Source: an optimization exercise on an open RTL-to-GDS flow (aim: small area, a short achievable clock period and few clock cycles). Production flows keep margins and buffers that such runs may drop. Power and IR drop assume default switching activity.

main:
Design flush_cvt, start of the top module:
module flush_cvt (
    input  wire        clk,
    input  wire        rst,
    input  wire        in_valid,
    output wire        in_ready,
    input  wire [95:0] in_acc,
    input  wire [1:0]  in_tag,
    input  wire [7:0]  in_level,
    input  wire [3:0]  in_fmt,
    input  wire        in_sr,
    input  wire [31:0] in_rand,
    output reg         out_valid,
    output reg  [31:0] out_data,
    output reg         out_overflow
);
Size: ~340 flip-flops, ~180 I/O pins, about 27000 sq um of cells after synthesis.
==> flow/config.mk <==
export PLATFORM = sky130hd
export DESIGN_NAME = flush_cvt
export DESIGN_NICKNAME = flush_cvt
export VERILOG_FILES = /design/flow/design.v
export SDC_FILE = /design/flow/constraint.sdc
export NUM_CORES = 4
export LEC_CHECK = 0
export CAP_MARGIN = 40
export CORE_MARGIN = 2
export CORE_UTILIZATION = 55
export PLACE_DENSITY = 0.7
export SLEW_MARGIN = 60
==> flow/constraint.sdc <==
create_clock -name core_clock -period 34.0 [get_ports {clk}]
set_input_delay 6.8000 -clock core_clock [delete_from_list [all_inputs] [get_ports {clk}]]
set_output_delay 6.8000 -clock core_clock [all_outputs]
set_load 0.01 [all_outputs]
run.sh (not shown) runs the stock make flow with config.mk's settings and CLKGATE_MAP_FILE= SYNTH_SCRIPT=/design/flow/synth_recipe.tcl, a recipe that flattens the netlist after the stock synthesis.
main went all the way through the flow, and no timing, DRC or antenna check failed.
For the feature branch, these inputs were changed with respect to main:
Settings: changing PLACE_DENSITY from 0.7 to 0.5; changing CAP_MARGIN from 40 to 20; changing SLEW_MARGIN from 60 to 20; changing CORE_UTILIZATION from 55 to 35.
## What came out
Between main and the feature branch, the flow reports horizontal extent of the die increasing by more than 10%. Changes observed in the feature branch relative to main: share of the clock period used by the worst path shows an increase of 1.8 points, area overhead of the layout relative to synthesis shows an increase of 0.72 points.
No functional check of the RTL was part of any run of this note.

* * *

flush_cvt, a different RTL version from the one above (not shown whole).
For scale: about 340 flip-flops, ~180 I/O pins, about 22000 sq um of cells after synthesis.
clock: 34.0 ns
lec_check: 0
cap_margin: 20
core_margin: 2
core_utilization: 35
place_density: 0.5
slew_margin: 20
standard.sh (not shown) runs the stock make flow with config.mk's settings and CLKGATE_MAP_FILE= SYNTH_SCRIPT=/design/flow/synth_recipe.tcl, a recipe that flattens the netlist after the stock synthesis.
==> flow/flow/run.sh <==
#!/bin/bash
# Standard layout with two changes:
#  - synthesis maps with flow/area.abc (ABC's &nf mapper) instead of ORFS's
#    ABC script; everything else in synthesis is synth_recipe.tcl unchanged;
#  - timing repair aims for slack above the given margin.
set -euo pipefail
HERE=$(pwd)
export MY_ABC_SCRIPT=$HERE/flow/area.abc
export FLOW_SYNTH_TCL=$HERE/synth_recipe.tcl
bash standard.sh finish SYNTH_SCRIPT=$HERE/flow/synth.tcl SETUP_SLACK_MARGIN=25.5 > make.log 2>&1
==> flow/flow/area.abc <==
strash
&get -n
&fraig -x
&put
scorr
dc2
strash
&get -n
&dch -f
&nf
&put
==> flow/flow/synth.tcl <==
# synth_recipe.tcl, with the liberty mapping done by our ABC script.
proc abc {args} {
  set i [lsearch -exact $args -script]
  if {$i >= 0} { set args [lreplace $args $i [expr {$i + 1}]] }
  set j [lsearch -exact $args -D]
  if {$j >= 0} { set args [lreplace $args $j [expr {$j + 1}]] }
  yosys abc -script $::env(MY_ABC_SCRIPT) {*}$args
}
source $::env(FLOW_SYNTH_TCL)
The starting point finished clean.
Change:
==> flow/run.sh (new file) <==
#!/bin/bash
# synth_recipe.tcl (not shown) runs the flow's synth.tcl, then flattens the netlist and writes it again
# the make line also repeats each setting of config.mk as NAME=value (left out here)
make -C /OpenROAD-flow-scripts/flow DESIGN_CONFIG=/design/flow/config.mk WORK_HOME=/design/flow/orfs CLKGATE_MAP_FILE= SYNTH_SCRIPT=/design/flow/synth_recipe.tcl finish
removed: flow/flow/run.sh
removed: flow/flow/area.abc
removed: flow/flow/synth.tcl
removed: flow/standard.sh
Effect: Hold slack hardly moves. Clock-buffer cell count goes down by 3. Clock skew increases by 0.0071 ns. Setup slack got worse by 0.97 ns. Cell count came out higher by 19%. Combinational power increases by 22%. Sequential share of layout area came out lower by 2.7 points. Design area increases by 12%. Critical path depth rises by 23. Via count came out higher by 35%. Utilization goes down by 3.1 points.
Change:
==> flow/flow/run.sh (new file) <==
#!/bin/bash
# Standard layout, with timing repair aiming for slack above the given margin.
set -euo pipefail
bash standard.sh finish SETUP_SLACK_MARGIN=25.5 > make.log 2>&1
==> flow/standard.sh (new file) <==
#!/bin/bash
# synth_recipe.tcl (not shown) runs the flow's synth.tcl, then flattens the netlist and writes it again
# the make line also repeats each setting of config.mk as NAME=value (left out here)
make -C /OpenROAD-flow-scripts/flow DESIGN_CONFIG=/design/flow/config.mk WORK_HOME=/design/flow/orfs CLKGATE_MAP_FILE= SYNTH_SCRIPT=/design/flow/synth_recipe.tcl "${@:-finish}"
removed: flow/run.sh
Clock power barely changes.
Routed wire length increases by 0.31%.
Setup slack gains 0.98 ns.
Function was not checked in any run of this note: the RTL went through the layout flow alone.

[static timing again, ports no longer ideal]
Ports are ideal in the flow. The routed layouts listed here were re-timed in OpenROAD.
Step 1, drivers: a clkbuf_16 drives clk and a buf_2 each remaining input, both assumed.
Step 2, shift: input delay + t, output delay - t, t = (earliest + latest rising clock arrival at the registers) / 2. This alone moves slack from input paths to output paths.
Slacks: ideal ports / drivers / drivers and shift; pairs: ideal ports / drivers.
run | t, ns | setup slack, ns | worst setup path at the end | worst register clock-pin slew, ns
main | 0.639 | 22.068 / 22.068 / 22.068 | register to register | 0.08 / 0.08
the feature branch | 0.672 | 21.464 / 21.464 / 21.464 | register to register | 0.07 / 0.07
the first run of note 2 | 0.622 | 25.759 / 25.702 / 25.703 | input to register | 0.07 / 0.07
the second run of note 2 | 0.651 | 24.785 / 24.785 / 24.785 | register to register | 0.07 / 0.07
the third run of note 2 | 0.654 | 25.763 / 25.691 / 25.812 | register to register | 0.07 / 0.07
After both steps every run listed still meets setup and hold. The setup slack of the first run of note 2, which loses most, moves by -0.057 ns with the drivers and by -0.056 ns with both steps.
